What follows belongs to an exercise in optimizing a design on an open flow for small area and a short achievable clock period; a production flow would make more cautious choices.
Where RTL was checked, it was by simulation tests only, not by an equivalence proof against the original.
Function not checked in runs 2 and 3: the RTL went through the layout flow alone.
Power and IR drop assume default switching activity.

==> flow/design.v (outline; a module is shown in full before it is edited, if it fits) <==
// module dec8b10b: 493 lines
// module ring_rx_check: 243 lines
module ring_rx_check (
    input  wire        clk,
    input  wire        rst,           
    input  wire        col_valid,     
    input  wire [39:0] col_code,      
    input  wire        los,           
    output reg         v_valid,       
    output reg  [3:0]  v_reason,      
    output reg  [9:0]  v_len,         
    output reg  [95:0] v_hdr,         
    output reg  [15:0] cnt_good,
    output reg  [15:0] cnt_hcrc,
    output reg  [15:0] cnt_bad,
    output wire [63:0] cnt_cv         
);
  // ...
==> flow/run.sh <==
#!/bin/bash
# synth_recipe.tcl (not shown) runs the flow's synth.tcl, then flattens the netlist and writes it again
# the make line also repeats each setting of config.mk as NAME=value (left out here)
make -C /OpenROAD-flow-scripts/flow DESIGN_CONFIG=/design/flow/config.mk WORK_HOME=/design/flow/orfs CLKGATE_MAP_FILE= SYNTH_SCRIPT=/design/flow/synth_recipe.tcl finish
==> flow/config.mk <==
export PLATFORM = sky130hd
export DESIGN_NAME = ring_rx_check
export DESIGN_NICKNAME = ring_rx_check
export VERILOG_FILES = /design/flow/design.v
export SDC_FILE = /design/flow/constraint.sdc
export NUM_CORES = 4
export LEC_CHECK = 0
export CAP_MARGIN = 20
export CORE_MARGIN = 2
export CORE_UTILIZATION = 40
export SLEW_MARGIN = 20
export SYNTH_MEMORY_MAX_BITS = 16384
==> flow/constraint.sdc <==
create_clock -name core_clock -period 11.0 [get_ports {clk}]
set_input_delay 2.2000 -clock core_clock [delete_from_list [all_inputs] [get_ports {clk}]]
set_output_delay 2.2000 -clock core_clock [all_outputs]
set_load 0.01 [all_outputs]
==> summary.md, run 1 <==
| Metric | Value |
|---|---|
| Yosys top cell area share | 0.189 |
| Mux cell area share after synthesis | 0.0302 |
| Logic inverters | 272 |
| Largest family of logic cells by synthesized area | compound AO/OA/AOI/OAI gates |
| Final Wtd Congestion | 0.982 |
| Largest stage delay, worst path | 650 ps |
| Initial core utilization | 0.404 |
| Finished Core Util | 0.469 |
| Routed wl met3 | 12400 µm |
| Comb. pwr | 13400 µW |
| Hold WS | 384 ps |
| Min-Delay Path Class | flop to flop |
| Remaining antenna violation count after routing | 0 |
| WS Path Type | input pin to flop |
| Multi-input gates | 3756 |
| Top flop regs | cv_win x124, hdr x96, v_hdr x96 |
| First-pass GRT wire length | 223000 µm |
| Status | timing/DRC/antenna clean |
| Distinct cells, synth | 118 |
| Required time worst endpoint | 11320 ps |
| Core area | 0.104 mm² |
| Share of cells above drive strength 1 | 0.0956 |
| Seq cells | 507 |
| Clock-pin slew on the worst setup and hold paths | 60 ps |
| Synth Area in Compound Gates | 0.202 |
| Adder-cell share of the synthesized area | 0.0885 |
| Port bufs | 266 |
==> module ring_rx_check, before the edit <==
module ring_rx_check (
    input  wire        clk,
    input  wire        rst,           
    input  wire        col_valid,     
    input  wire [39:0] col_code,      
    input  wire        los,           
    output reg         v_valid,       
    output reg  [3:0]  v_reason,      
    output reg  [9:0]  v_len,         
    output reg  [95:0] v_hdr,         
    output reg  [15:0] cnt_good,
    output reg  [15:0] cnt_hcrc,
    output reg  [15:0] cnt_bad,
    output wire [63:0] cnt_cv         
);
    localparam [3:0] R_GOOD      = 4'd0;
    localparam [3:0] R_HCRC      = 4'd1;
    localparam [3:0] R_LL_BAD    = 4'd2;
    localparam [3:0] R_SHORT     = 4'd3;
    localparam [3:0] R_LONG      = 4'd4;
    localparam [3:0] R_UNALIGNED = 4'd5;
    localparam [3:0] R_TRAILER   = 4'd6;
    localparam [3:0] R_ENDBAD    = 4'd7;
    localparam [3:0] R_CONTROL   = 4'd8;
    localparam [3:0] R_LANEFAULT = 4'd9;
    localparam [7:0] K27_7 = 8'hFB;
    localparam [7:0] K29_7 = 8'hFD;
    localparam [7:0] K30_7 = 8'hFE;
    localparam [31:0] CRC32_RESIDUE = 32'hDEBB20E3;
    reg  [3:0]  rd;             
    reg  [30:0] cv_win [0:3];   
    reg  [15:0] cv_cnt [0:3];   
    wire [31:0] col_data;
    wire [3:0]  col_k;
    wire [3:0]  col_cv;
    wire [3:0]  rd_next;
    reg  [3:0]  win_fault;
    reg  [5:0]  win_sum;
    integer     wi, wj;
    genvar g;
    generate
        for (g = 0; g < 4; g = g + 1) begin : lane
            dec8b10b u_dec (
                .code   (col_code[10*g +: 10]),
                .rd_in  (rd[g]),
                .data   (col_data[8*g +: 8]),
                .k      (col_k[g]),
                .cv     (col_cv[g]),
                .rd_out (rd_next[g])
            );
            assign cnt_cv[16*g +: 16] = cv_cnt[g];
        end
    endgenerate
    always @* begin
        for (wi = 0; wi < 4; wi = wi + 1) begin
            win_sum = {5'd0, col_cv[wi]};
            for (wj = 0; wj < 31; wj = wj + 1)
                win_sum = win_sum + {5'd0, cv_win[wi][wj]};
            win_fault[wi] = col_cv[wi] && win_sum >= 6'd4;
        end
    end
    wire fault = los || (col_valid && win_fault != 4'b0000);
    always @(posedge clk) begin
        if (rst) begin
            rd <= 4'b0000;
            for (wi = 0; wi < 4; wi = wi + 1) begin
                cv_win[wi] <= 31'd0;
                cv_cnt[wi] <= 16'd0;
            end
        end else if (col_valid) begin
            rd <= rd_next;
            for (wi = 0; wi < 4; wi = wi + 1) begin
                if (win_fault[wi])
                    cv_win[wi] <= 31'd0;
                else
                    cv_win[wi] <= {cv_win[wi][29:0], col_cv[wi]};
                if (col_cv[wi] && cv_cnt[wi] != 16'hFFFF)
                    cv_cnt[wi] <= cv_cnt[wi] + 16'd1;
            end
        end
    end
    reg        in_frame;
    reg        skip;         
    reg [9:0]  nbytes;       
    reg [31:0] crc32;        
    reg [15:0] crc16;        
    reg [95:0] hdr;          
    reg [31:0] crc32_next;
    reg [15:0] crc16_next;   
    reg [15:0] crc16_half;   
    integer    bi, bb;
    always @* begin
        crc32_next = crc32;
        for (bi = 0; bi < 4; bi = bi + 1)
            for (bb = 0; bb < 8; bb = bb + 1)
                if (crc32_next[0] ^ col_data[8*bi+bb])
                    crc32_next = (crc32_next >> 1) ^ 32'hEDB88320;
                else
                    crc32_next = crc32_next >> 1;
    end
    always @* begin
        crc16_next = crc16;
        crc16_half = crc16;
        for (bi = 0; bi < 4; bi = bi + 1) begin
            for (bb = 7; bb >= 0; bb = bb - 1)
                if (crc16_next[15] ^ col_data[8*bi+bb])
                    crc16_next = (crc16_next << 1) ^ 16'h1021;
                else
                    crc16_next = crc16_next << 1;
            if (bi == 1)
                crc16_half = crc16_next;
        end
    end
    wire start_col = col_k == 4'b1111 && col_cv == 4'b0000 &&
                     col_data == {K27_7, K27_7, K27_7, K27_7};
    reg  end_seen;
    always @* begin
        end_seen = 1'b0;
        for (li = 0; li < 4; li = li + 1)
            if (col_k[li] && !col_cv[li] &&
                (col_data[8*li +: 8] == K29_7 || col_data[8*li +: 8] == K30_7))
                end_seen = 1'b1;
    end
    wire [9:0] lmax = hdr[7] ^ hdr[6] ? 10'd528 : 10'd80;
    reg        close;
    reg [3:0]  reason;
    reg [9:0]  n;
    reg        stop;
    integer    li;
    reg [7:0]  sym;
    always @* begin
        close  = 1'b0;
        reason = R_GOOD;
        n      = nbytes;
        stop   = 1'b0;
        for (li = 0; li < 4; li = li + 1) begin
            sym = col_data[8*li +: 8];
            if (!stop) begin
                if (col_cv[li] || (col_k[li] && sym != K29_7 && sym != K30_7)) begin
                    close  = 1'b1;
                    reason = R_CONTROL;
                    stop   = 1'b1;
                end else if (col_k[li]) begin
                    close = 1'b1;
                    stop  = 1'b1;
                    if (n < 10'd16)
                        reason = R_SHORT;
                    else if (n[1:0] != 2'b00)
                        reason = R_UNALIGNED;
                    else if (sym == K30_7)
                        reason = R_ENDBAD;
                    else if (crc32 != CRC32_RESIDUE)
                        reason = R_TRAILER;
                    else
                        reason = R_GOOD;
                end else if (n >= lmax) begin
                    close  = 1'b1;
                    reason = R_LONG;
                    stop   = 1'b1;
                end else begin
                    n = n + 10'd1;
                end
            end
        end
        if (!stop && nbytes == 10'd8) begin
            if (crc16_half != {col_data[31:24], col_data[23:16]}) begin
                close  = 1'b1;
                reason = R_HCRC;
            end else if (hdr[23] && (hdr[7:6] != 2'b11 || hdr[14:8] != 7'h7F)) begin
                close  = 1'b1;
                reason = R_LL_BAD;
            end
        end
    end
    always @(posedge clk) begin
        if (rst) begin
            in_frame <= 1'b0;
            skip     <= 1'b0;
            v_valid  <= 1'b0;
        end else begin
            v_valid <= 1'b0;
            if (fault) begin
                if (in_frame) begin
                    v_valid  <= 1'b1;
                    v_reason <= R_LANEFAULT;
                    v_len    <= nbytes;
                    v_hdr    <= hdr;
                    in_frame <= 1'b0;
                end
                skip <= 1'b0;
            end else if (col_valid && skip) begin
                if (end_seen)
                    skip <= 1'b0;
            end else if (col_valid) begin
                if (in_frame) begin
                    if (close) begin
                        v_valid  <= 1'b1;
                        v_reason <= reason;
                        v_len    <= n;
                        v_hdr    <= hdr;
                        in_frame <= 1'b0;
                        if (reason == R_HCRC || (reason == R_LONG && !end_seen))
                            skip <= 1'b1;
                    end else begin
                        nbytes <= n;
                        crc32  <= crc32_next;
                        if (nbytes == 10'd0) begin
                            hdr[31:0] <= col_data;
                            crc16     <= crc16_next;
                        end
                        if (nbytes == 10'd4) begin
                            hdr[63:32] <= col_data;
                            crc16      <= crc16_next;
                        end
                        if (nbytes == 10'd8)
                            hdr[95:64] <= col_data;
                    end
                end
                if (start_col) begin
                    in_frame <= 1'b1;
                    nbytes   <= 10'd0;
                    crc32    <= 32'hFFFFFFFF;
                    crc16    <= 16'hFFFF;
                end
            end
        end
    end
    always @(posedge clk) begin
        if (rst) begin
            cnt_good <= 16'd0;
            cnt_hcrc <= 16'd0;
            cnt_bad  <= 16'd0;
        end else if (v_valid) begin
            if (v_reason == R_GOOD) begin
                if (cnt_good != 16'hFFFF) cnt_good <= cnt_good + 16'd1;
            end else if (v_reason == R_HCRC) begin
                if (cnt_hcrc != 16'hFFFF) cnt_hcrc <= cnt_hcrc + 16'd1;
            end else begin
                if (cnt_bad != 16'hFFFF) cnt_bad <= cnt_bad + 16'd1;
            end
        end
    end
endmodule
==> run 2: changes to the inputs <==
==> flow/design.v (replaced) <==
module dec8b10b(code, data, k, ok_m, ok_p);
  input [9:0] code;
  wire [9:0] code;
  output [7:0] data;
  wire [7:0] data;
  output k;
  wire k;
  output ok_m;
  wire ok_m;
  output ok_p;
  wire ok_p;
  wire _000_;
  wire _001_;
  wire _002_;
  wire _003_;
  wire _004_;
  wire _005_;
  wire _006_;
  wire _007_;
  wire _008_;
  wire _009_;
  wire _010_;
  wire _011_;
  wire _012_;
  wire _013_;
  wire _014_;
  wire _015_;
  wire _016_;
  wire _017_;
  wire _018_;
  wire _019_;
  wire _020_;
  wire _021_;
  wire _022_;
  wire _023_;
  wire _024_;
  wire _025_;
  wire _026_;
  wire _027_;
  wire _028_;
  wire _029_;
  wire _030_;
  wire _031_;
  wire _032_;
  wire _033_;
  wire _034_;
  wire _035_;
  wire _036_;
  wire _037_;
  wire _038_;
  wire _039_;
  wire _040_;
  wire _041_;
  wire _042_;
  wire _043_;
  wire _044_;
  wire _045_;
  wire _046_;
  wire _047_;
  wire _048_;
  wire _049_;
  wire _050_;
  wire _051_;
  wire _052_;
  wire _053_;
  wire _054_;
  wire _055_;
  wire _056_;
  wire _057_;
  wire _058_;
  wire _059_;
  wire _060_;
  wire _061_;
  wire _062_;
  wire _063_;
  wire _064_;
  wire _065_;
  wire _066_;
  wire _067_;
  wire _068_;
  wire _069_;
  wire _070_;
  wire _071_;
  wire _072_;
  wire _073_;
  wire _074_;
  wire _075_;
  wire _076_;
  wire _077_;
  wire _078_;
  wire _079_;
  wire _080_;
  wire _081_;
  wire _082_;
  wire _083_;
  wire _084_;
  wire _085_;
  wire _086_;
  wire _087_;
  wire _088_;
  wire _089_;
  wire _090_;
  wire _091_;
  wire _092_;
  wire _093_;
  wire _094_;
  wire _095_;
  wire _096_;
  wire _097_;
  wire _098_;
  wire _099_;
  wire _100_;
  wire _101_;
  wire _102_;
  wire _103_;
  wire _104_;
  wire _105_;
  wire _106_;
  wire _107_;
  wire _108_;
  wire _109_;
  wire _110_;
  wire _111_;
  wire _112_;
  wire _113_;
  wire _114_;
  wire _115_;
  wire _116_;
  wire _117_;
  wire _118_;
  wire _119_;
  wire _120_;
  wire _121_;
  wire _122_;
  wire _123_;
  wire _124_;
  wire _125_;
  wire _126_;
  wire _127_;
  wire _128_;
  wire _129_;
  wire _130_;
  wire _131_;
  wire _132_;
  wire _133_;
  wire _134_;
  wire _135_;
  wire _136_;
  wire _137_;
  wire _138_;
  wire _139_;
  wire _140_;
  wire _141_;
  wire _142_;
  wire _143_;
  wire _144_;
  wire _145_;
  wire _146_;
  wire [3:0] four;
  wire [5:0] six;
  wire [4:0] x;
  wire [2:0] y;
  assign _072_ = code[8] & code[9];
  assign _073_ = ~(code[8] | code[9]);
  assign _074_ = ~(_073_ | _072_);
  assign _075_ = ~code[6];
  assign _076_ = code[8] & ~(code[7]);
  assign _077_ = ~_076_;
  assign _078_ = code[9] ? _075_ : _077_;
  assign _079_ = ~code[7];
  assign _080_ = _079_ ? code[6] : _072_;
  assign _081_ = _080_ & _078_;
  assign _082_ = _081_ | _074_;
  assign _083_ = ~(code[5] | code[4]);
  assign _084_ = ~(code[1] & code[0]);
  assign _085_ = _083_ & ~(_084_);
  assign _086_ = ~(code[2] | code[3]);
  assign _087_ = _086_ & _085_;
  assign _088_ = ~(code[7] | code[6]);
  assign _089_ = ~(code[9] | code[6]);
  assign _090_ = _089_ | _076_;
  assign _091_ = _090_ & ~(_088_);
  assign _092_ = code[7] & code[6];
  assign _093_ = ~(code[9] & code[6]);
  assign _094_ = code[7] & ~(code[8]);
  assign _095_ = _094_ | ~(_093_);
  assign _096_ = _095_ & ~(_092_);
  assign _097_ = _087_ ? _091_ : _096_;
  assign data[7] = _082_ & ~(_097_);
  assign _098_ = ~(code[1] | code[0]);
  assign _099_ = _084_ & ~(_098_);
  assign _100_ = ~code[5];
  assign _101_ = code[5] & ~(code[4]);
  assign _102_ = code[0] & ~(_101_);
  assign _103_ = _102_ | _100_;
  assign _104_ = _103_ | _099_;
  assign _105_ = code[4] & ~(code[5]);
  assign _106_ = ~(_105_ | _101_);
  assign _107_ = code[0] | ~(code[1]);
  assign _108_ = _106_ & ~(_107_);
  assign _109_ = _104_ & ~(_108_);
  assign _110_ = code[3] & ~(_109_);
  assign _111_ = ~code[1];
  assign _112_ = ~code[3];
  assign _113_ = _112_ & ~(_101_);
  assign _114_ = ~(_113_ & _111_);
  assign _115_ = _105_ | _102_;
  assign _116_ = _114_ & ~(_115_);
  assign _117_ = code[2] & ~(_116_);
  assign _118_ = _101_ & _099_;
  assign _119_ = ~(_118_ | _085_);
  assign _120_ = _112_ & ~(_119_);
  assign _121_ = _120_ | _117_;
  assign data[2] = _121_ | _110_;
  assign _122_ = ~(_098_ | _086_);
  assign _123_ = code[2] & code[3];
  assign _124_ = _084_ & ~(_123_);
  assign _125_ = _124_ ^ _122_;
  assign _126_ = _083_ & ~(_125_);
  assign _127_ = code[2] & ~(code[3]);
  assign _128_ = _126_ & ~(_127_);
  assign _129_ = ~(_128_ | code[4]);
  assign _130_ = ~(_123_ | _086_);
  assign _131_ = ~(_130_ | _099_);
  assign _132_ = ~(_131_ | _122_);
  assign _133_ = code[2] | ~(code[3]);
  assign _134_ = _133_ | _100_;
  assign _135_ = ~(_134_ | _125_);
  assign _136_ = _135_ | _132_;
  assign _137_ = ~(_136_ | _129_);
  assign _138_ = _106_ & ~(_133_);
  assign _139_ = _138_ | _100_;
  assign _140_ = _132_ & ~(_139_);
  assign _141_ = ~(_140_ | _137_);
  assign data[4] = ~_141_;
  assign _142_ = _130_ | ~(_101_);
  assign _143_ = _127_ & _106_;
  assign _144_ = _142_ & ~(_143_);
  assign _145_ = code[0] & ~(_144_);
  assign _146_ = _131_ | _124_;
  assign _000_ = ~(_146_ | _106_);
  assign _001_ = ~(code[5] & code[4]);
  assign _002_ = ~(_001_ | _125_);
  assign _003_ = ~(_002_ | _000_);
  assign _004_ = _127_ & _101_;
  assign _005_ = _134_ & ~(_004_);
  assign _006_ = _003_ & ~(_005_);
  assign _007_ = _006_ | code[1];
  assign _008_ = ~(_105_ | code[2]);
  assign _009_ = _008_ & ~(_125_);
  assign _010_ = _102_ & ~(_009_);
  assign _011_ = _010_ | ~(code[0]);
  assign _012_ = ~(_011_ & _144_);
  assign _013_ = _007_ & ~(_012_);
  assign data[1] = _013_ | _145_;
  assign _014_ = _093_ & ~(_089_);
  assign _015_ = _014_ | _074_;
  assign _016_ = ~_078_;
  assign _017_ = code[9] ? _094_ : _075_;
  assign _018_ = _087_ ? _016_ : _017_;
  assign data[5] = _015_ & ~(_018_);
  assign _019_ = code[0] & ~(_105_);
  assign _020_ = _101_ | code[1];
  assign _021_ = _019_ & ~(_020_);
  assign _022_ = _104_ & ~(_021_);
  assign _023_ = _022_ | code[2];
  assign _024_ = _113_ & ~(_019_);
  assign _025_ = ~(_113_ & code[1]);
  assign _026_ = _025_ & ~(_118_);
  assign _027_ = code[2] & ~(_026_);
  assign _028_ = _027_ | _024_;
  assign data[3] = _023_ & ~(_028_);
  assign _029_ = _087_ ? _017_ : _016_;
  assign data[6] = _015_ & ~(_029_);
  assign _030_ = ~(_000_ | _101_);
  assign _031_ = _030_ | _141_;
  assign _032_ = _081_ & ~(_031_);
  assign _033_ = _032_ | _087_;
  assign _034_ = _123_ & ~(_001_);
  assign _035_ = _034_ & _098_;
  assign k = _035_ | _033_;
  assign _036_ = _083_ & ~(_146_);
  assign _037_ = _125_ | _106_;
  assign _038_ = _132_ & ~(_001_);
  assign _039_ = _037_ & ~(_038_);
  assign _040_ = _039_ | _138_;
  assign _041_ = _040_ & ~(_036_);
  assign _042_ = _072_ & ~(_079_);
  assign _043_ = _033_ | ~(_001_);
  assign _044_ = _042_ & ~(_043_);
  assign _045_ = ~(_092_ & code[8]);
  assign _046_ = _043_ & ~(_045_);
  assign _047_ = _073_ & ~(_092_);
  assign _048_ = _047_ | _088_;
  assign _049_ = _048_ | _046_;
  assign _050_ = ~(_049_ | _044_);
  assign _051_ = _050_ & ~(_041_);
  assign _052_ = _034_ | _083_;
  assign _053_ = _031_ & ~(_052_);
  assign _054_ = code[6] & ~(_053_);
  assign _055_ = code[9] & ~(_052_);
  assign _056_ = code[8] | code[7];
  assign _057_ = _056_ | _055_;
  assign _058_ = ~(_057_ | _054_);
  assign _059_ = _072_ & ~(_088_);
  assign _060_ = _092_ | _059_;
  assign _061_ = ~(_060_ | _058_);
  assign _062_ = _061_ & ~(_003_);
  assign ok_m = _062_ | _051_;
  assign _063_ = _138_ | _111_;
  assign _064_ = _142_ & ~(_063_);
  assign _065_ = _007_ & ~(_064_);
  assign data[0] = _065_ | _010_;
  assign _066_ = _132_ & ~(_106_);
  assign _067_ = ~(_066_ | _126_);
  assign _068_ = _050_ & ~(_067_);
  assign _069_ = _036_ & ~(_112_);
  assign _070_ = _039_ & ~(_069_);
  assign _071_ = _061_ & ~(_070_);
  assign ok_p = _071_ | _068_;
  assign y = data[7:5];
  assign x = data[4:0];
  assign four = code[9:6];
  assign six = code[5:0];
endmodule
module ring_rx_check (
    input  wire        clk,
    input  wire        rst,           
    input  wire        col_valid,     
    input  wire [39:0] col_code,      
    input  wire        los,           
    output reg         v_valid,       
    output reg  [3:0]  v_reason,      
    output reg  [9:0]  v_len,         
    output wire [95:0] v_hdr,         
    output reg  [15:0] cnt_good,
    output reg  [15:0] cnt_hcrc,
    output reg  [15:0] cnt_bad,
    output wire [63:0] cnt_cv         
);
    localparam [3:0] R_GOOD      = 4'd0;
    localparam [3:0] R_HCRC      = 4'd1;
    localparam [3:0] R_LL_BAD    = 4'd2;
    localparam [3:0] R_SHORT     = 4'd3;
    localparam [3:0] R_LONG      = 4'd4;
    localparam [3:0] R_UNALIGNED = 4'd5;
    localparam [3:0] R_TRAILER   = 4'd6;
    localparam [3:0] R_ENDBAD    = 4'd7;
    localparam [3:0] R_CONTROL   = 4'd8;
    localparam [3:0] R_LANEFAULT = 4'd9;
    localparam [7:0] K27_7 = 8'hFB;
    localparam [7:0] K29_7 = 8'hFD;
    localparam [7:0] K30_7 = 8'hFE;
    localparam [31:0] CRC32_RESIDUE = 32'hDEBB20E3;
    integer i, b;
    reg  [3:0]  rd;
    reg  [3:0]  rd_next;
    wire [31:0] dec_data;
    wire [3:0]  dec_k, dec_ok_m, dec_ok_p;
    genvar g;
    generate
        for (g = 0; g < 4; g = g + 1) begin : lane
            dec8b10b u_dec (
                .code (col_code[10*g +: 10]),
                .data (dec_data[8*g +: 8]),
                .k    (dec_k[g]),
                .ok_m (dec_ok_m[g]),
                .ok_p (dec_ok_p[g])
            );
        end
    endgenerate
    reg [5:0] six;
    reg [3:0] four;
    reg [2:0] ones6, ones4;
    reg       rd6;
    always @* begin
        for (i = 0; i < 4; i = i + 1) begin
            six   = col_code[10*i +: 6];
            four  = col_code[10*i+6 +: 4];
            ones6 = six[0] + six[1] + six[2] + six[3] + six[4] + six[5];
            ones4 = four[0] + four[1] + four[2] + four[3];
            if (ones6 > 3'd3 || six == 6'b111000) rd6 = 1'b1;
            else if (ones6 < 3'd3 || six == 6'b000111) rd6 = 1'b0;
            else rd6 = rd[i];
            if (ones4 > 3'd2 || four == 4'b1100) rd_next[i] = 1'b1;
            else if (ones4 < 3'd2 || four == 4'b0011) rd_next[i] = 1'b0;
            else rd_next[i] = rd6;
        end
    end
    always @(posedge clk) begin
        if (rst)
            rd <= 4'b0000;
        else if (col_valid)
            rd <= rd_next;
    end
    reg  [31:0] d2;
    reg  [3:0]  k2, ok_m2, ok_p2, rd2;
    reg         v2, f2, r2;
    always @(posedge clk) begin
        d2    <= dec_data;
        k2    <= dec_k;
        ok_m2 <= dec_ok_m;
        ok_p2 <= dec_ok_p;
        rd2   <= rd;
        v2    <= col_valid && !rst;
        f2    <= los && !rst;
        r2    <= rst;
    end
    wire [3:0] cv2 = (rd2 & ~ok_p2) | (~rd2 & ~ok_m2);
    reg [15:0] cv_cnt [0:3];
    always @(posedge clk) begin
        for (i = 0; i < 4; i = i + 1)
            if (rst)
                cv_cnt[i] <= 16'd0;
            else if (v2 && cv2[i] && cv_cnt[i] != 16'hFFFF)
                cv_cnt[i] <= cv_cnt[i] + 16'd1;
    end
    assign cnt_cv = {cv_cnt[3], cv_cnt[2], cv_cnt[1], cv_cnt[0]};
    reg [4:0] col_no;
    reg [4:0] ts1 [0:3];
    reg [4:0] ts2 [0:3];
    reg [4:0] ts3 [0:3];
    reg [1:0] live [0:3];
    reg [3:0] lane_fault;
    reg [1:0] live_now [0:3];     
    always @* begin
        for (i = 0; i < 4; i = i + 1) begin
            live_now[i] = live[i];
            if ((live[i] == 2'd1 && ts1[i] == col_no) ||
                (live[i] == 2'd2 && ts2[i] == col_no) ||
                (live[i] == 2'd3 && ts3[i] == col_no))
                live_now[i] = live[i] - 2'd1;
            lane_fault[i] = cv2[i] && live[i] == 2'd3 && ts3[i] != col_no;
        end
    end
    always @(posedge clk) begin
        if (r2) begin
            col_no <= 5'd0;
            for (i = 0; i < 4; i = i + 1)
                live[i] <= 2'd0;
        end else if (v2) begin
            col_no <= col_no + 5'd1;
            for (i = 0; i < 4; i = i + 1)
                if (lane_fault[i])
                    live[i] <= 2'd0;
                else if (cv2[i])
                    live[i] <= live_now[i] + 2'd1;
                else
                    live[i] <= live_now[i];
        end
        for (i = 0; i < 4; i = i + 1)
            if (v2 && cv2[i]) begin
                ts1[i] <= col_no;
                ts2[i] <= ts1[i];
                ts3[i] <= ts2[i];
            end
    end
    wire fault2 = f2 || (v2 && lane_fault != 4'b0000);
    reg [3:0] is_end, is_ctl, is_e30;
    reg       start2, end_seen, any_nd, first_ctl, first_e30;
    reg [1:0] first;
    always @* begin
        for (i = 0; i < 4; i = i + 1) begin
            is_end[i] = k2[i] && !cv2[i] &&
                        (d2[8*i +: 8] == K29_7 || d2[8*i +: 8] == K30_7);
            is_e30[i] = k2[i] && !cv2[i] && d2[8*i +: 8] == K30_7;
            is_ctl[i] = cv2[i] || (k2[i] && !is_end[i]);
        end
        start2   = k2 == 4'b1111 && cv2 == 4'b0000 &&
                   d2 == {K27_7, K27_7, K27_7, K27_7};
        end_seen = is_end != 4'b0000;
        any_nd   = (k2 | cv2) != 4'b0000;
        first     = 2'd0;
        first_ctl = is_ctl[0];
        first_e30 = is_e30[0];
        for (i = 3; i >= 0; i = i - 1)
            if (k2[i] || cv2[i]) begin
                first     = i;
                first_ctl = is_ctl[i];
                first_e30 = is_e30[i];
            end
    end
    reg [1:0]  hpos;
    reg [31:0] crc32;
    reg [15:0] crc16;    
    reg [79:0] hdr;      
    wire [31:0] crc32_next;
    crc32_x32 u_crc32 (.t(crc32 ^ d2), .o(crc32_next));
    wire [15:0] crc16_base = hpos == 2'd0 ? 16'hFFFF : crc16;
    wire [15:0] crc16_half, crc16_col;
    crc16_x16 u_crc16_half (.t(crc16_base ^ {d2[7:0], d2[15:8]}), .o(crc16_half));
    crc16_x16 u_crc16_col  (.t(crc16_half ^ {d2[23:16], d2[31:24]}), .o(crc16_col));
    always @(posedge clk) begin
        if (r2)
            hpos <= 2'd3;
        else if (v2) begin
            if (start2)
                hpos <= 2'd0;
            else if (hpos != 2'd3)
                hpos <= hpos + 2'd1;
        end
        if (v2) begin
            if (start2)
                crc32 <= 32'hFFFFFFFF;
            else
                crc32 <= crc32_next;
        end
        if (v2 && !start2) begin
            if (hpos == 2'd0) begin
                hdr[31:0] <= d2;
                crc16     <= crc16_col;
            end
            if (hpos == 2'd1) begin
                hdr[63:32] <= d2;
                crc16      <= crc16_col;
            end
            if (hpos == 2'd2) begin
                hdr[79:64] <= d2[15:0];
                crc16      <= crc16_half;
            end
        end
    end
    assign v_hdr = {crc16, hdr};
    wire       crc_ok  = crc32 == CRC32_RESIDUE;
    wire       hcrc_ok = crc16_half == d2[31:16];
    reg        in_frame;
    reg        skip;         
    reg [7:0]  ncol;         
    wire [7:0] lmax_col = hdr[7] ^ hdr[6] ? 8'd132 : 8'd20;
    wire       ll_bad   = hdr[23] && (hdr[7:6] != 2'b11 || hdr[14:8] != 7'h7F);
    wire       too_long = ncol == lmax_col && !(any_nd && first == 2'd0);
    wire       hdr_bad  = ncol == 8'd2 && (!hcrc_ok || ll_bad);
    reg [3:0]  reason;
    reg [9:0]  len;
    always @* begin
        len = {ncol, 2'b00};
        if (fault2)
            reason = R_LANEFAULT;
        else if (too_long)
            reason = R_LONG;
        else if (any_nd) begin
            len = {ncol, first};
            if (first_ctl)
                reason = R_CONTROL;
            else if (ncol[7:2] == 6'd0)
                reason = R_SHORT;
            else if (first != 2'd0)
                reason = R_UNALIGNED;
            else if (first_e30)
                reason = R_ENDBAD;
            else if (!crc_ok)
                reason = R_TRAILER;
            else
                reason = R_GOOD;
        end else begin
            len    = 10'd12;
            reason = hcrc_ok ? R_LL_BAD : R_HCRC;
        end
    end
    always @(posedge clk) begin
        v_reason <= reason;
        v_len    <= len;
        if (r2) begin
            in_frame <= 1'b0;
            skip     <= 1'b0;
        end
        if (rst)
            v_valid <= 1'b0;
        else begin
            v_valid <= 1'b0;
            if (fault2) begin
                if (in_frame) begin
                    v_valid  <= 1'b1;
                    in_frame <= 1'b0;
                end
                skip <= 1'b0;
            end else if (v2 && skip) begin
                if (end_seen)
                    skip <= 1'b0;
            end else if (v2) begin
                if (in_frame) begin
                    if (too_long || any_nd || hdr_bad) begin
                        v_valid  <= 1'b1;
                        in_frame <= 1'b0;
                        skip     <= too_long ? !end_seen : !any_nd && !hcrc_ok;
                    end else
                        ncol <= ncol + 8'd1;
                end
                if (start2) begin
                    in_frame <= 1'b1;
                    ncol     <= 8'd0;
                end
            end
        end
    end
    always @(posedge clk) begin
        if (rst) begin
            cnt_good <= 16'd0;
            cnt_hcrc <= 16'd0;
            cnt_bad  <= 16'd0;
        end else if (v_valid) begin
            if (v_reason == R_GOOD) begin
                if (cnt_good != 16'hFFFF) cnt_good <= cnt_good + 16'd1;
            end else if (v_reason == R_HCRC) begin
                if (cnt_hcrc != 16'hFFFF) cnt_hcrc <= cnt_hcrc + 16'd1;
            end else begin
                if (cnt_bad != 16'hFFFF) cnt_bad <= cnt_bad + 16'd1;
            end
        end
    end
endmodule
module crc32_x32 (
    input  wire [31:0] t,
    output wire [31:0] o
);
    wire x_x0 = t[0] ^ t[22];
    wire x_x1 = t[2] ^ t[7];
    wire x_x2 = t[3] ^ t[21];
    wire x_x3 = t[1] ^ t[23];
    wire x_x4 = t[4] ^ x_x0;
    wire x_x5 = t[5] ^ t[12];
    wire x_x6 = t[13] ^ t[29];
    wire x_x7 = t[6] ^ t[11];
    wire x_x8 = t[10] ^ t[26];
    wire x_x9 = t[17] ^ t[24];
    wire x_x10 = t[19] ^ t[27];
    wire x_x11 = t[14] ^ t[30];
    wire x_x12 = t[16] ^ t[28];
    wire x_x13 = t[18] ^ t[25];
    wire x_x14 = t[15] ^ t[31];
    wire x_x15 = t[8] ^ t[9];
    wire x_x16 = t[20] ^ x_x1;
    wire x_x17 = t[23] ^ x_x12;
    wire x_x18 = t[3] ^ t[5];
    wire x_x19 = t[4] ^ t[24];
    wire x_x20 = t[25] ^ t[29];
    wire x_x21 = t[28] ^ x_x2;
    wire x_x22 = x_x6 ^ x_x11;
    wire x_x23 = x_x3 ^ x_x10;
    wire x_x24 = t[8] ^ x_x5;
    wire x_x25 = x_x4 ^ x_x13;
    wire x_x26 = t[18] ^ t[26];
    wire x_x27 = t[0] ^ t[12];
    wire x_x28 = t[9] ^ t[14];
    wire x_x29 = t[2] ^ t[20];
    wire x_x30 = t[27] ^ t[30];
    wire x_x31 = t[31] ^ x_x8;
    wire x_x32 = t[7] ^ x_x14;
    wire x_x33 = x_x3 ^ x_x9;
    wire x_x34 = x_x7 ^ x_x8;
    wire x_x35 = x_x6 ^ x_x27;
    wire x_x36 = x_x1 ^ x_x2;
    wire x_x37 = t[6] ^ t[26];
    wire x_x38 = t[13] ^ t[17];
    wire x_x39 = t[2] ^ t[28];
    wire x_x40 = t[0] ^ t[31];
    wire x_x41 = t[7] ^ t[13];
    wire x_x42 = t[11] ^ t[15];
    wire x_x43 = t[8] ^ t[22];
    wire x_x44 = t[9] ^ t[15];
    wire x_x45 = t[6] ^ t[10];
    wire x_x46 = t[7] ^ t[16];
    wire x_x47 = t[6] ^ x_x14;
    wire x_x48 = t[20] ^ x_x11;
    wire x_x49 = x_x20 ^ x_x29;
    wire x_x50 = t[10] ^ x_x2;
    wire x_x51 = x_x1 ^ x_x28;
    wire x_x52 = t[24] ^ x_x15;
    wire x_x53 = x_x5 ^ x_x14;
    wire x_x54 = t[25] ^ x_x7;
    wire x_x55 = x_x18 ^ x_x45;
    wire x_x56 = t[5] ^ x_x0;
    wire x_x57 = t[27] ^ x_x15;
    wire x_x58 = t[22] ^ x_x19;
    wire x_x59 = t[9] ^ x_x34;
    wire x_x60 = t[21] ^ x_x4;
    wire x_x61 = t[1] ^ x_x22;
    wire x_x62 = x_x36 ^ x_x47;
    wire x_x63 = x_x16 ^ x_x19;
    wire x_x64 = x_x21 ^ x_x40;
    wire x_x65 = x_x9 ^ x_x50;
    wire x_x66 = x_x13 ^ x_x21;
    wire x_x67 = x_x9 ^ x_x17;
    wire x_x68 = x_x13 ^ x_x32;
    wire x_x69 = x_x4 ^ x_x16;
    wire x_x70 = x_x12 ^ x_x23;
    wire x_x71 = t[3] ^ t[8];
    wire x_x72 = t[16] ^ x_x3;
    wire x_x73 = x_x37 ^ x_x71;
    wire x_x74 = x_x72 ^ x_x73;
    wire x_x75 = x_x69 ^ x_x74;
    wire x_x76 = t[4] ^ t[5];
    wire x_x77 = x_x76 ^ x_x36;
    wire x_x78 = x_x33 ^ x_x57;
    wire x_x79 = x_x77 ^ x_x78;
    wire x_x80 = x_x39 ^ x_x52;
    wire x_x81 = x_x55 ^ x_x25;
    wire x_x82 = x_x80 ^ x_x81;
    wire x_x83 = t[4] ^ t[7];
    wire x_x84 = t[19] ^ x_x3;
    wire x_x85 = x_x18 ^ x_x20;
    wire x_x86 = x_x83 ^ x_x84;
    wire x_x87 = x_x85 ^ x_x59;
    wire x_x88 = x_x86 ^ x_x87;
    wire x_x89 = x_x30 ^ x_x34;
    wire x_x90 = x_x24 ^ x_x63;
    wire x_x91 = x_x89 ^ x_x90;
    wire x_x92 = x_x5 ^ x_x41;
    wire x_x93 = x_x54 ^ x_x57;
    wire x_x94 = x_x92 ^ x_x64;
    wire x_x95 = x_x93 ^ x_x94;
    wire x_x96 = t[3] ^ t[10];
    wire x_x97 = x_x28 ^ x_x29;
    wire x_x98 = x_x96 ^ x_x35;
    wire x_x99 = x_x17 ^ x_x97;
    wire x_x100 = x_x98 ^ x_x99;
    wire x_x101 = t[4] ^ x_x42;
    wire x_x102 = x_x101 ^ x_x65;
    wire x_x103 = x_x61 ^ x_x102;
    wire x_x104 = t[2] ^ t[11];
    wire x_x105 = t[16] ^ x_x11;
    wire x_x106 = x_x104 ^ x_x53;
    wire x_x107 = x_x105 ^ x_x25;
    wire x_x108 = x_x106 ^ x_x107;
    wire x_x109 = t[19] ^ x_x38;
    wire x_x110 = x_x14 ^ x_x24;
    wire x_x111 = x_x109 ^ x_x69;
    wire x_x112 = x_x110 ^ x_x111;
    wire x_x113 = t[5] ^ t[13];
    wire x_x114 = x_x26 ^ x_x113;
    wire x_x115 = x_x51 ^ x_x114;
    wire x_x116 = x_x60 ^ x_x115;
    wire x_x117 = t[14] ^ t[15];
    wire x_x118 = x_x43 ^ x_x117;
    wire x_x119 = x_x55 ^ x_x23;
    wire x_x120 = x_x118 ^ x_x119;
    wire x_x121 = x_x7 ^ x_x44;
    wire x_x122 = x_x17 ^ x_x121;
    wire x_x123 = x_x63 ^ x_x122;
    wire x_x124 = t[0] ^ x_x46;
    wire x_x125 = x_x20 ^ x_x24;
    wire x_x126 = x_x124 ^ x_x65;
    wire x_x127 = x_x125 ^ x_x126;
    wire x_x128 = t[1] ^ t[26];
    wire x_x129 = t[30] ^ x_x7;
    wire x_x130 = x_x38 ^ x_x15;
    wire x_x131 = x_x128 ^ x_x129;
    wire x_x132 = x_x130 ^ x_x25;
    wire x_x133 = x_x131 ^ x_x132;
    wire x_x134 = t[18] ^ x_x5;
    wire x_x135 = x_x51 ^ x_x23;
    wire x_x136 = x_x31 ^ x_x134;
    wire x_x137 = x_x135 ^ x_x136;
    wire x_x138 = x_x41 ^ x_x42;
    wire x_x139 = x_x8 ^ x_x58;
    wire x_x140 = x_x138 ^ x_x70;
    wire x_x141 = x_x139 ^ x_x140;
    wire x_x142 = t[11] ^ t[14];
    wire x_x143 = t[27] ^ x_x142;
    wire x_x144 = x_x49 ^ x_x24;
    wire x_x145 = x_x143 ^ x_x67;
    wire x_x146 = x_x144 ^ x_x145;
    wire x_x147 = t[30] ^ x_x37;
    wire x_x148 = x_x44 ^ x_x9;
    wire x_x149 = x_x35 ^ x_x147;
    wire x_x150 = x_x148 ^ x_x66;
    wire x_x151 = x_x149 ^ x_x150;
    wire x_x152 = x_x46 ^ x_x10;
    wire x_x153 = x_x31 ^ x_x152;
    wire x_x154 = x_x61 ^ x_x25;
    wire x_x155 = x_x153 ^ x_x154;
    wire x_x156 = t[17] ^ x_x7;
    wire x_x157 = x_x10 ^ x_x11;
    wire x_x158 = x_x12 ^ x_x18;
    wire x_x159 = x_x32 ^ x_x4;
    wire x_x160 = x_x156 ^ x_x157;
    wire x_x161 = x_x158 ^ x_x159;
    wire x_x162 = x_x160 ^ x_x161;
    wire x_x163 = t[3] ^ t[17];
    wire x_x164 = t[29] ^ x_x0;
    wire x_x165 = x_x39 ^ x_x26;
    wire x_x166 = x_x163 ^ x_x53;
    wire x_x167 = x_x164 ^ x_x165;
    wire x_x168 = x_x166 ^ x_x167;
    wire x_x169 = t[30] ^ x_x6;
    wire x_x170 = x_x10 ^ x_x43;
    wire x_x171 = x_x26 ^ x_x16;
    wire x_x172 = x_x169 ^ x_x170;
    wire x_x173 = x_x171 ^ x_x172;
    wire x_x174 = t[23] ^ x_x10;
    wire x_x175 = x_x15 ^ x_x48;
    wire x_x176 = x_x174 ^ x_x64;
    wire x_x177 = x_x175 ^ x_x176;
    wire x_x178 = t[29] ^ x_x8;
    wire x_x179 = x_x52 ^ x_x17;
    wire x_x180 = x_x178 ^ x_x62;
    wire x_x181 = x_x179 ^ x_x180;
    wire x_x182 = x_x30 ^ x_x33;
    wire x_x183 = x_x49 ^ x_x59;
    wire x_x184 = x_x182 ^ x_x183;
    wire x_x185 = t[11] ^ t[12];
    wire x_x186 = t[24] ^ x_x1;
    wire x_x187 = x_x30 ^ x_x185;
    wire x_x188 = x_x31 ^ x_x186;
    wire x_x189 = x_x187 ^ x_x66;
    wire x_x190 = x_x188 ^ x_x189;
    wire x_x191 = t[31] ^ x_x35;
    wire x_x192 = x_x54 ^ x_x16;
    wire x_x193 = x_x70 ^ x_x191;
    wire x_x194 = x_x192 ^ x_x193;
    wire x_x195 = t[6] ^ t[12];
    wire x_x196 = x_x195 ^ x_x22;
    wire x_x197 = x_x67 ^ x_x60;
    wire x_x198 = x_x196 ^ x_x197;
    wire x_x199 = x_x33 ^ x_x56;
    wire x_x200 = x_x22 ^ x_x68;
    wire x_x201 = x_x199 ^ x_x200;
    wire x_x202 = t[3] ^ t[19];
    wire x_x203 = x_x202 ^ x_x48;
    wire x_x204 = x_x58 ^ x_x68;
    wire x_x205 = x_x203 ^ x_x204;
    wire x_x206 = t[1] ^ t[19];
    wire x_x207 = t[25] ^ x_x206;
    wire x_x208 = x_x56 ^ x_x207;
    wire x_x209 = x_x62 ^ x_x208;
    assign o[0] = x_x75;
    assign o[1] = x_x79;
    assign o[2] = x_x82;
    assign o[3] = x_x88;
    assign o[4] = x_x91;
    assign o[5] = x_x95;
    assign o[6] = x_x100;
    assign o[7] = x_x103;
    assign o[8] = x_x108;
    assign o[9] = x_x112;
    assign o[10] = x_x116;
    assign o[11] = x_x120;
    assign o[12] = x_x123;
    assign o[13] = x_x127;
    assign o[14] = x_x133;
    assign o[15] = x_x137;
    assign o[16] = x_x141;
    assign o[17] = x_x146;
    assign o[18] = x_x151;
    assign o[19] = x_x155;
    assign o[20] = x_x162;
    assign o[21] = x_x168;
    assign o[22] = x_x173;
    assign o[23] = x_x177;
    assign o[24] = x_x181;
    assign o[25] = x_x184;
    assign o[26] = x_x190;
    assign o[27] = x_x194;
    assign o[28] = x_x198;
    assign o[29] = x_x201;
    assign o[30] = x_x205;
    assign o[31] = x_x209;
endmodule
module crc16_x16 (
    input  wire [15:0] t,
    output wire [15:0] o
);
    wire x_x0 = t[9] ^ t[13];
    wire x_x1 = t[10] ^ t[14];
    wire x_x2 = t[4] ^ t[8];
    wire x_x3 = t[7] ^ t[15];
    wire x_x4 = t[6] ^ x_x1;
    wire x_x5 = t[5] ^ x_x0;
    wire x_x6 = t[12] ^ x_x2;
    wire x_x7 = t[3] ^ t[11];
    wire x_x8 = t[1] ^ t[12];
    wire x_x9 = t[0] ^ t[11];
    wire x_x10 = t[2] ^ t[13];
    wire x_x11 = t[14] ^ x_x7;
    wire x_x12 = x_x5 ^ x_x8;
    wire x_x13 = x_x6 ^ x_x9;
    wire x_x14 = t[15] ^ x_x6;
    wire x_x15 = t[11] ^ x_x4;
    wire x_x16 = x_x3 ^ x_x11;
    wire x_x17 = x_x10 ^ x_x4;
    wire x_x18 = x_x5 ^ x_x13;
    wire x_x19 = x_x4 ^ x_x12;
    wire x_x20 = x_x3 ^ x_x10;
    wire x_x21 = x_x20 ^ x_x15;
    wire x_x22 = t[8] ^ t[12];
    wire x_x23 = x_x22 ^ x_x16;
    wire x_x24 = x_x0 ^ x_x14;
    wire x_x25 = x_x1 ^ x_x5;
    wire x_x26 = t[15] ^ x_x15;
    wire x_x27 = t[0] ^ x_x2;
    wire x_x28 = x_x3 ^ x_x27;
    wire x_x29 = t[8] ^ t[1];
    wire x_x30 = t[5] ^ t[9];
    wire x_x31 = x_x29 ^ x_x30;
    wire x_x32 = t[9] ^ t[2];
    wire x_x33 = t[10] ^ t[6];
    wire x_x34 = x_x32 ^ x_x33;
    wire x_x35 = t[7] ^ t[10];
    wire x_x36 = x_x7 ^ x_x35;
    assign o[0] = x_x13;
    assign o[1] = x_x12;
    assign o[2] = x_x17;
    assign o[3] = x_x16;
    assign o[4] = x_x14;
    assign o[5] = x_x18;
    assign o[6] = x_x19;
    assign o[7] = x_x21;
    assign o[8] = x_x23;
    assign o[9] = x_x24;
    assign o[10] = x_x25;
    assign o[11] = x_x26;
    assign o[12] = x_x28;
    assign o[13] = x_x31;
    assign o[14] = x_x34;
    assign o[15] = x_x36;
endmodule
==> flow/flow/run.sh (new file) <==
#!/bin/bash
# Standard layout (the standard.sh, unchanged synthesis and steps), with
# repair_timing asked for a larger setup margin so that the paths with slack
# to spare at the design's period are optimised too.  Every step's log is
# kept by ORFS under orfs/logs; make's own output goes to make.log.
set -euo pipefail
bash standard.sh SETUP_SLACK_MARGIN=7.7 finish > make.log 2>&1
==> flow/standard.sh (new file) <==
#!/bin/bash
# synth_recipe.tcl (not shown) runs the flow's synth.tcl, then flattens the netlist and writes it again
# the make line also repeats each setting of config.mk as NAME=value (left out here)
make -C /OpenROAD-flow-scripts/flow DESIGN_CONFIG=/design/flow/config.mk WORK_HOME=/design/flow/orfs CLKGATE_MAP_FILE= SYNTH_SCRIPT=/design/flow/synth_recipe.tcl "${@:-finish}"
removed: flow/run.sh
==> run 2 against run 1 <==
Maximum frequency grew to 2.5 times the previous value; count of clock-buffer cells in the layout is 12 lower; utilization up 6.6 points; critical path type unchanged.
==> summary.md, run 2 <==
| Metric | Value |
|---|---|
| TritonCTS buffer count | 47 (was 55) |
| Ys flop type | dfxtp_1 (was edfxtp_1) |
| Routed WL per cell | 19.6 µm (was 22.5 µm) |
| Ant diodes | 0 (was 1) |
| Top flop regs | hdr x80, cv_cnt x64 (was cv_win x124, hdr x96, v_hdr x96) |
| First-pass GRT wire length | 107000 µm (was 223000 µm) |
| Vias | 18723 (was 38724) |
| Pin count of the biggest net entering global routing | 64 (was 115) |
| Cell area after layout | 0.0310 mm² (was 0.0487 mm²) |
| Critical path depth | 13 (was 36) |
| Cell count after synthesis | 2320 (was 4864) |
| Worst-Skew Late Latency | 620 ps (was 650 ps) |
| DP Area | 0.0274 mm² (was 0.0468 mm²) |
| Hold buffers post-CTS | 0 (unchanged) |
| CP startpoint kind | input pin (unchanged) |
| Worst-path fanout max | 8 (was 17) |
| Final period util | 0.368 (was 0.933) |
| Leakage | 0.0125 µW (was 0.0174 µW) |
| Initial core utilization | 0.405 (was 0.404) |
| Routed WL | 70400 µm (was 146000 µm) |
| Port bufs | 266 (unchanged) |
| Commonest non-fill, non-tap cell in the layout | xnor2_1 (was nor2_1) |
| Min-Delay Path Class | flop to flop (unchanged) |
| CTS Root Buffer Type | clkbuf_16 (unchanged) |
| Worst path most repeated cell | fa_1 (was ha_1) |
| Most frequent cell after synthesis | xnor2_1 (was nor2_1) |
| CP Data Arrival Time | 4510 ps (was 10580 ps) |
| WHS Endpoint | rd2[0]$_DFF_P_ (was v_hdr[76]$_DFFE_PP_) |
| Remaining antenna violation count after routing | 0 (unchanged) |
| Setup-failing EPs final | 0 (unchanged) |
| Setup crit end kind | flop (unchanged) |
| Hold Path Cell Cnt | 0 (unchanged) |
| Synth Area in Compound Gates | 0.0814 (was 0.202) |
| Pre-antenna DRT Iters | 5 (was 6) |
| Die area | 0.0607 mm² (was 0.107 mm²) |
| Leading area contributor after synthesis | edfxtp_1 (unchanged) |
| Mux cell area share after synthesis | 0.00997 (was 0.0302) |
| Post-layout minimum cycle time | 4050 ps (was 10260 ps) |
| Async SR Flop Fraction | 0 (unchanged) |
| R2R depth | 11 (was 32) |
| Max-Cap Viols | 0 (unchanged) |
| Seq cells post-synth | 395 (was 507) |
| Clock-pin slew on the worst setup and hold paths | 60 ps (about the same) |
| Required time worst endpoint | 11460 ps (was 11320 ps) |
| Largest Register | hdr (was cv_win) |
| Synth Warn # | 7 (was 4) |
| CTS max path bufs | 3 (unchanged) |
| Worst Skew | 36.7 ps (was 43.4 ps) |
| Clock sink total | 395 (was 507) |
| Placed wire-length estimate | 49700 µm (was 109000 µm) |
| Synth Area in Simple Gates | 0.152 (was 0.196) |
| Post-synth EDFFs | 196 (was 264) |
| Slew @ Worst Pin | 1020 ps (was 1040 ps) |
| Flop2flop setup slack | 7630 ps (was 2910 ps) |
| Distinct cells, synth | 78 (was 118) |
| Slew Limit Headroom | 0.317 (was 0.300) |
| Largest family of logic cells by synthesized area | XOR/XNOR gates (was compound AO/OA/AOI/OAI gates) |
| H-tree depth | 2 (unchanged) |
| VDD IR max | 329 µV (was 1300 µV) |
| CP max-delay cell | fa_1 (was ha_1) |
| Status | timing/DRC/antenna clean (unchanged) |
| Vias in the first global route | 18670 (was 36393) |
| Yosys top cell area share | 0.251 (was 0.189) |
| Share of cells above drive strength 1 | 0.309 (was 0.0956) |
| Io pins | 267 (unchanged) |
| Mapped Area | 0.0235 mm² (was 0.0419 mm²) |
| Syn Area/Cell | 10.1 µm² (was 8.62 µm²) |
| Largest stage delay, worst path | 530 ps (was 650 ps) |
| P per Cell Area | 317 mW/mm² (was 381 mW/mm²) |
| Nets | 2958 (was 5342) |
| Final Wtd Congestion | 0.911 (was 0.982) |
| Final Hold Vio Count | 0 (unchanged) |
| DR iter-0 viols | 1192 (was 4515) |
| RSZ-0062 raised after global routing | yes (was no) |
| Ranking of synthesized cells by area | edfxtp_1 25%, dfxtp_1 17%, xnor2_1 13% (was edfxtp_1 19%, dfxtp_1 12%, xnor2_1 6.7%) |
| Remaining DRCs | 0 (unchanged) |
| Delay-heaviest family, CP | adder cells (was simple AND/OR/NAND/NOR gates) |
| Grt ovf | 0 (unchanged) |
| RR Endpoint | ncol[5]$_SDFFCE_PP0P_ (was hdr[62]$_DFFE_PP_) |
| Max reg flops | 80 (was 124) |
| Crit path cell chain | buf_6 -> fa_1 -> inv_1 -> fa_1 -> inv_1 -> ha_2 -> inv_2 -> fa_1 -> a211oi_2 -> nand3_1 -> nand2_1 -> a22oi_2 -> nor2_1 |
| Chip Height | 246 µm (was 328 µm) |
| Core area | 0.0579 mm² (was 0.104 mm²) |
| Die width | 246 µm (was 328 µm) |
| GRT Util Overall | 0.227 (was 0.264) |
| Worst R2R Start | crc16[9]$_DFFE_PP_ (was hdr[6]$_DFFE_PP_) |
| Setup_tns | 0 ps (unchanged) |
| Initial antenna violation count | 0 (was 4) |
| Vias/cell | 5.22 (was 5.96) |
| Post-synthesis xor/xnor area fraction | 0.232 (was 0.120) |
| Fill count | 5188 (was 9959) |
| Post-Syn Nets | 2492 (was 5135) |
| Area growth syn-to-layout | 32.1% (was 16.1%) |
| Adder-cell share of the synthesized area | 0.0733 (was 0.0885) |
| Site row count | 88 (was 118) |
| Worst hold start | rd[0]$_SDFFE_PP0P_ (was hdr[76]$_DFFE_PP_) |
| WS Path Type | input pin to flop (unchanged) |
| TritonCTS clock tree | done (unchanged) |
| Peak Freq | 247 MHz (was 97.5 MHz) |
| Sequential share of the synthesized area | 0.420 (was 0.305) |
| Most frequent cells in the layout | 322 x xnor2_1, 230 x buf_4, 211 x nor2_1, 196 x edfxtp_1, 172 x nand2_1 (was 396 x nor2_1, 385 x nand2_1, 343 x a21oi_1, 317 x xnor2_1, 264 x edfxtp_1) |
| Buf/Inv on CP | 4 (was 5) |
| Final slew viol count | 0 (unchanged) |
| Post-synth top cells | 338 x xnor2_1, 232 x nor2_1, 199 x dfxtp_1 (was 397 x nor2_1, 386 x nand2_1, 344 x a21oi_1) |
[run 2: cell types whose count changed after synthesis, moves of 137 or more]
cell | before | now
a21oi_1 | 344 | 82
nand2_1 | 386 | 172
clkbuf_1 | 226 | 54
nor2_1 | 397 | 232
inv_1 | 259 | 101
nand3_1 | 211 | 71
o21ai_0 | 215 | 78
[run 2: cell type report]
class                   instances  area [µm²]  area share
multi-input cells            1750       13900       0.447
flip-flops and latches        395       10200       0.328
repair buffers                490        4030       0.130
clock buffers                  58        1260      0.0406
well taps                     765         957      0.0309
inverters                     102         484      0.0156
clock inverters                29         258     0.00831
[run 2: kinds of logic after synthesis]
group | Yosys count
DFF | 395
adders and majority gates | 128
and+or+nand+nor | 737
AOI/OAI and AO/OA | 306
buffers and inverters | 175
xor gates and xnor gates | 556
muxes | 23
[run 2: through the flow]
stage	total power (µW)	hold slack (ps)	instances	util	worst slack, ps
after floorplan	6860	331	2320	-	6610
after global placement	7970	344	3307	0.473	5590
after detailed placement	7970	346	3307	0.473	5590
after CTS	9670	357	3537	0.520	6910
after global routing	10500	366	3589	0.535	6770
final	9840	356	3589	0.535	6950
[run 2: power by group]
part | switching [µW] | internal [µW]
Clock | 662 | 873
Sequential | 129 | 2090
Combinational | 3050 | 3040
[run 2: how the worst max path moves through the flow]
stage | slack, ps | from | to
final | 6950 | col_code[11] | rd[1]$_SDFFE_PP0P_
after global routing | 6770 | col_code[11] | rd[1]$_SDFFE_PP0P_
after CTS | 6910 | col_code[11] | rd[1]$_SDFFE_PP0P_
after detailed placement | 5590 | col_code[23] | rd[2]$_SDFFE_PP0P_
after global placement | 5590 | col_code[23] | rd[2]$_SDFFE_PP0P_
after floorplan | 6610 | col_code[10] | rd[1]$_SDFFE_PP0P_
[run 2: layer usage]
| layer | up-vias | global-route usage | wire (µm) |
|---|---|---|---|
| met5 | - | 0 | 0 |
| met4 | 0 | 0.0799 | 2660 |
| met3 | 136 | 0.0334 | 3730 |
| met2 | 495 | 0.394 | 34700 |
| met1 | 9150 | 0.286 | 29200 |
| li1 | 8942 | - | - |
[run 2: worst reg2reg max path: stages (launching register included)]
cell and delay [ps]:
edfxtp_1 490, buf_4 190, buf_6 130, xnor2_2 150, nor2_4 100, xor3_1 250
xor3_1 410, nand4b_1 220, or3b_1 400, o31a_1 360, nor3_2 150, o21a_4 220
[run 2: repair_timing]
action,in CTS,in global routing
gates cloned,0,1
endpoints found under the setup margin,295,231
setup buffers,143,51
resized for setup,1409,131
pin swaps,54,58
==> run 3: changes to the inputs <==
--- a/flow/flow/run.sh
+++ b/flow/flow/run.sh
@@ -5,3 +5,3 @@
 # kept by ORFS under orfs/logs; make's own output goes to make.log.
 set -euo pipefail
-bash standard.sh SETUP_SLACK_MARGIN=7.7 finish > make.log 2>&1
+bash standard.sh SETUP_SLACK_MARGIN=7.3 finish > make.log 2>&1
==> run 3 against run 2 <==
Still clean; die area unchanged; register-to-register slack got worse by 220 ps; count of clock-buffer cells in the layout increased by 7; clock power decreased by 3%; worst setup slack got worse by 170 ps; sequential power about the same; highest routed layer unchanged.
==> summary.md, run 3 <==
| Metric | Value |
|---|---|
| Status | timing/DRC/antenna clean (unchanged) |
| Logic pwr share | 0.610 (was 0.619) |
| Vias/cell | 5.29 (was 5.22) |
| First-pass GRT wire length | 103000 µm (was 107000 µm) |
| Worst-Skew Late Latency | 580 ps (was 620 ps) |
| Async SR Flop Fraction | 0 (unchanged) |
| Pre-antenna DRT Iters | 5 (unchanged) |
| Peak Freq | 237 MHz (was 247 MHz) |
| Ys flop type | dfxtp_1 (unchanged) |
| Synth Area in Compound Gates | 0.0814 (unchanged) |
| VDD IR max | 344 µV (was 329 µV) |
| Commonest non-fill, non-tap cell in the layout | xnor2_1 (unchanged) |
| Syn Area/Cell | 10.1 µm² (unchanged) |
| CP startpoint kind | input pin (unchanged) |
| Worst R2R Start | d2[0]$_DFF_P_ (was crc16[9]$_DFFE_PP_) |
| Min-Delay Path Class | flop to flop (unchanged) |
| Final Hold Vio Count | 0 (unchanged) |
| Core area | 0.0579 mm² (unchanged) |
| Switching Power | 3730 µW (was 3840 µW) |
| Nets | 2790 (was 2958) |
| Initial antenna violation count | 0 (unchanged) |
| H-tree depth | 2 (unchanged) |
| Post-synth EDFFs | 196 (unchanged) |
| Post-synth top cells | 338 x xnor2_1, 232 x nor2_1, 199 x dfxtp_1 (unchanged) |
| Flop2flop setup slack | 7410 ps (was 7630 ps) |
| Leading area contributor after synthesis | edfxtp_1 (unchanged) |
| Share of cells above drive strength 1 | 0.120 (was 0.309) |
| Seq cells post-synth | 395 (unchanged) |
| Routed WL | 67200 µm (was 70400 µm) |
| Cell count after synthesis | 2320 (unchanged) |
| Slew Limit Headroom | 0.312 (was 0.317) |
| Remaining antenna violation count after routing | 0 (unchanged) |
| Adder-cell share of the synthesized area | 0.0733 (unchanged) |
| Final period util | 0.384 (was 0.368) |
| Site row count | 88 (unchanged) |
| R2R depth | 8 (was 11) |
| Worst hold start | rd[0]$_SDFFE_PP0P_ (unchanged) |
| CP Data Arrival Time | 4630 ps (was 4510 ps) |
| Reg power frac | 0.233 (was 0.225) |
| Post-Syn Nets | 2492 (unchanged) |
| Leakage | 0.0118 µW (was 0.0125 µW) |
| Routed WL per cell | 19.7 µm (was 19.6 µm) |
| Chip Height | 246 µm (unchanged) |
| CTS max path bufs | 3 (unchanged) |
| Synth Warn # | 7 (unchanged) |
| GRT Util Overall | 0.218 (was 0.227) |
| Required time worst endpoint | 11400 ps (was 11460 ps) |
| Placed wire-length estimate | 49600 µm (was 49700 µm) |
| RR Endpoint | crc16[5]$_DFFE_PP_ (was ncol[5]$_SDFFCE_PP0P_) |
| Grt ovf | 0 (unchanged) |
| Hold WS | 358 ps (was 356 ps) |
| Setup-failing EPs final | 0 (unchanged) |
| Initial core utilization | 0.405 (unchanged) |
| Pint | 5830 µW (was 6000 µW) |
| Max-Cap Viols | 0 (unchanged) |
| Post-layout minimum cycle time | 4220 ps (was 4050 ps) |
| P per Cell Area | 326 mW/mm² (was 317 mW/mm²) |
| Most frequent cell after synthesis | xnor2_1 (unchanged) |
| TritonCTS buffer count | 45 (was 47) |
| Vias in the first global route | 18015 (was 18670) |
| Hold buffers post-CTS | 0 (unchanged) |
| Net Sw Frac | 0.390 (about the same) |
| Worst-path fanout max | 2 (was 8) |
| Distinct cells, synth | 78 (unchanged) |
| Mapped Area | 0.0235 mm² (unchanged) |
| CTS Root Buffer Type | clkbuf_16 (unchanged) |
| Sequential share of the synthesized area | 0.420 (unchanged) |
| Area growth syn-to-layout | 24.8% (was 32.1%) |
| Final Wtd Congestion | 0.956 (was 0.911) |
| Pre-CTS WS | 5580 ps (was 5590 ps) |
| Ranking of synthesized cells by area | edfxtp_1 25%, dfxtp_1 17%, xnor2_1 13% (unchanged) |
| Clk pwr share | 0.156 (about the same) |
| Yosys top cell area share | 0.251 (unchanged) |
| Synth Area in Simple Gates | 0.152 (unchanged) |
| Vias | 18072 (was 18723) |
| DR iter-0 viols | 1056 (was 1192) |
| RSZ-0062 raised after global routing | yes (unchanged) |
| Setup_tns | 0 ps (unchanged) |
| Top flop regs | hdr x80, cv_cnt x64 (unchanged) |
| Slew @ Worst Pin | 1000 ps (was 1020 ps) |
| Most frequent cells in the layout | 333 x xnor2_1, 221 x nor2_1, 196 x edfxtp_1, 172 x nand2_1, 171 x xor2_1 (was 322 x xnor2_1, 230 x buf_4, 211 x nor2_1, 196 x edfxtp_1, 172 x nand2_1) |
| Worst Skew | 31.3 ps (was 36.7 ps) |
| Clock-pin slew on the worst setup and hold paths | 60 ps (about the same) |
| Setup crit end kind | flop (unchanged) |
| Largest family of logic cells by synthesized area | XOR/XNOR gates (unchanged) |
| WS Path Type | input pin to flop (unchanged) |
| Post-synthesis xor/xnor area fraction | 0.232 (unchanged) |
| WHS Endpoint | rd2[0]$_DFF_P_ (unchanged) |
| Mux cell area share after synthesis | 0.00997 (unchanged) |
| TritonCTS clock tree | done (unchanged) |
| Hold Path Cell Cnt | 0 (unchanged) |
| Final slew viol count | 0 (unchanged) |
| Die width | 246 µm (unchanged) |
| Max reg flops | 80 (unchanged) |
| Die area | 0.0607 mm² (unchanged) |
| Remaining DRCs | 0 (unchanged) |
| Pin count of the biggest net entering global routing | 88 (was 64) |
| Io pins | 267 (unchanged) |
| Clock sink total | 395 (unchanged) |
| Ant diodes | 0 (unchanged) |
| Largest Register | hdr (unchanged) |
| Port bufs | 266 (unchanged) |
| Fin worst setup slack | 6780 ps (was 6950 ps) |
run 3: area by class of cell:
class	instances	area (µm²)
fill	5337	28600
multi-input combinational	1750	13500
sequential	395	9910
timing repair buffer	324	3000
clock buffer	65	1320
tap	765	957
inverter	102	469
clock inverter	17	168
run 3: cell families (layout without fill, tap and decap cells):
group                    Yosys count  count (layout)
AO/OA/AOI/OAI                    306             306
XOR/XNOR                         556             556
adder cells (fa/ha/maj)          128             128
buffers and inverters            175             508
flip-flops                       395             395
multiplexers                      23              23
AND/OR/NAND/NOR                  737             737
run 3: power by group through the flow:
stage / combinational (µW) / sequential, µW / clock (µW)
after floorplan: 4660 / 2190 / 0
after global placement: 5680 / 2260 / 0
after detailed placement: 5730 / 2260 / 0
after CTS: 5780 / 2230 / 1540
after global routing: 6350 / 2240 / 1590
final: 5840 / 2230 / 1500
run 3: worst max-delay path by stage:
stage / startpoint / endpoint / slack (ps)
after floorplan: col_code[10] / rd[1]$_SDFFE_PP0P_ / 6610
after global placement: col_code[23] / rd[2]$_SDFFE_PP0P_ / 5620
after detailed placement: col_code[23] / rd[2]$_SDFFE_PP0P_ / 5580
after CTS: col_code[20] / rd[2]$_SDFFE_PP0P_ / 6860
after global routing: col_code[13] / rd[1]$_SDFFE_PP0P_ / 6690
final: col_code[13] / rd[1]$_SDFFE_PP0P_ / 6780
run 3: what timing repair did:
| item | 4_1_cts | 5_1_grt |
|---|---|---|
| setup buffers | 14 | 19 |
| gates resized for setup | 325 | 109 |
| endpoints found under the setup margin | 200 | 42 |
| pin swaps | 18 | 47 |
run 3: routing by layer:
metal / global-route usage / up-vias / part of all wire / wire [µm]
met5: 0 / - / 0 / 0
met4: 0.0739 / 0 / 0.033 / 2230
met3: 0.0328 / 121 / 0.054 / 3630
met2: 0.371 / 550 / 0.48 / 32600
met1: 0.282 / 8793 / 0.43 / 28800
li1: - / 8608 / - / -
run 3: worst max-delay path, stage by stage:
cell and delay (ps):
buf_12 100, fa_1 530, inv_1 50, fa_1 450, inv_1 70, ha_2 160, inv_2 40, fa_1 560
a211oi_2 50, nand3_1 90, nand2_1 70, a22oi_2 180, nor2_1 60
run 3: stage by stage:
step	utilization	cell area [µm²]	cells	power [µW]
3_3_place_gp	0.471	27300	3303	7940
6_report	0.506	29300	3418	9570
5_1_grt	0.506	29300	3418	10200
4_1_cts	0.497	28800	3399	9550
3_5_place_dp	0.471	27300	3303	7990
2_1_floorplan	-	23800	2320	6850

-- what the ideal ports hide --
In the flow no input, the clock included, has a driving cell. The finished layouts below were timed again as built, in two steps. Step 1 sets driving cells, clkbuf_16 on the clock port and buf_2 on the other inputs (assumed; they add their load-dependent delay and slew). Step 2 adds t to the input delays and takes it off the output delays; t is the mean of the earliest and latest rising clock arrival at the registers after step 1. Input paths then give back, and output paths get back, about the clock's delay inside the block. a / b / c = ideal ports / drivers / drivers and shift; a / b = the first two.
| run | shift t [ns] | slack for setup (ns) | clock arrival spread, ns | worst register clock-pin slew, ns |
|---|---|---|---|---|
| run 1 | 0.705 | 0.739 / 0.785 / 0.080 | 0.043 / 0.043 | 0.08 / 0.08 |
| run 2 | 0.655 | 6.952 / 6.981 / 6.326 | 0.040 / 0.040 | 0.07 / 0.07 |
| run 3 | 0.621 | 6.778 / 6.786 / 6.164 | 0.031 / 0.031 | 0.06 / 0.06 |
After both steps every run listed still meets setup and hold. The setup slack of run 1, which loses most, moves by +0.046 ns with the drivers and by -0.659 ns with both steps.
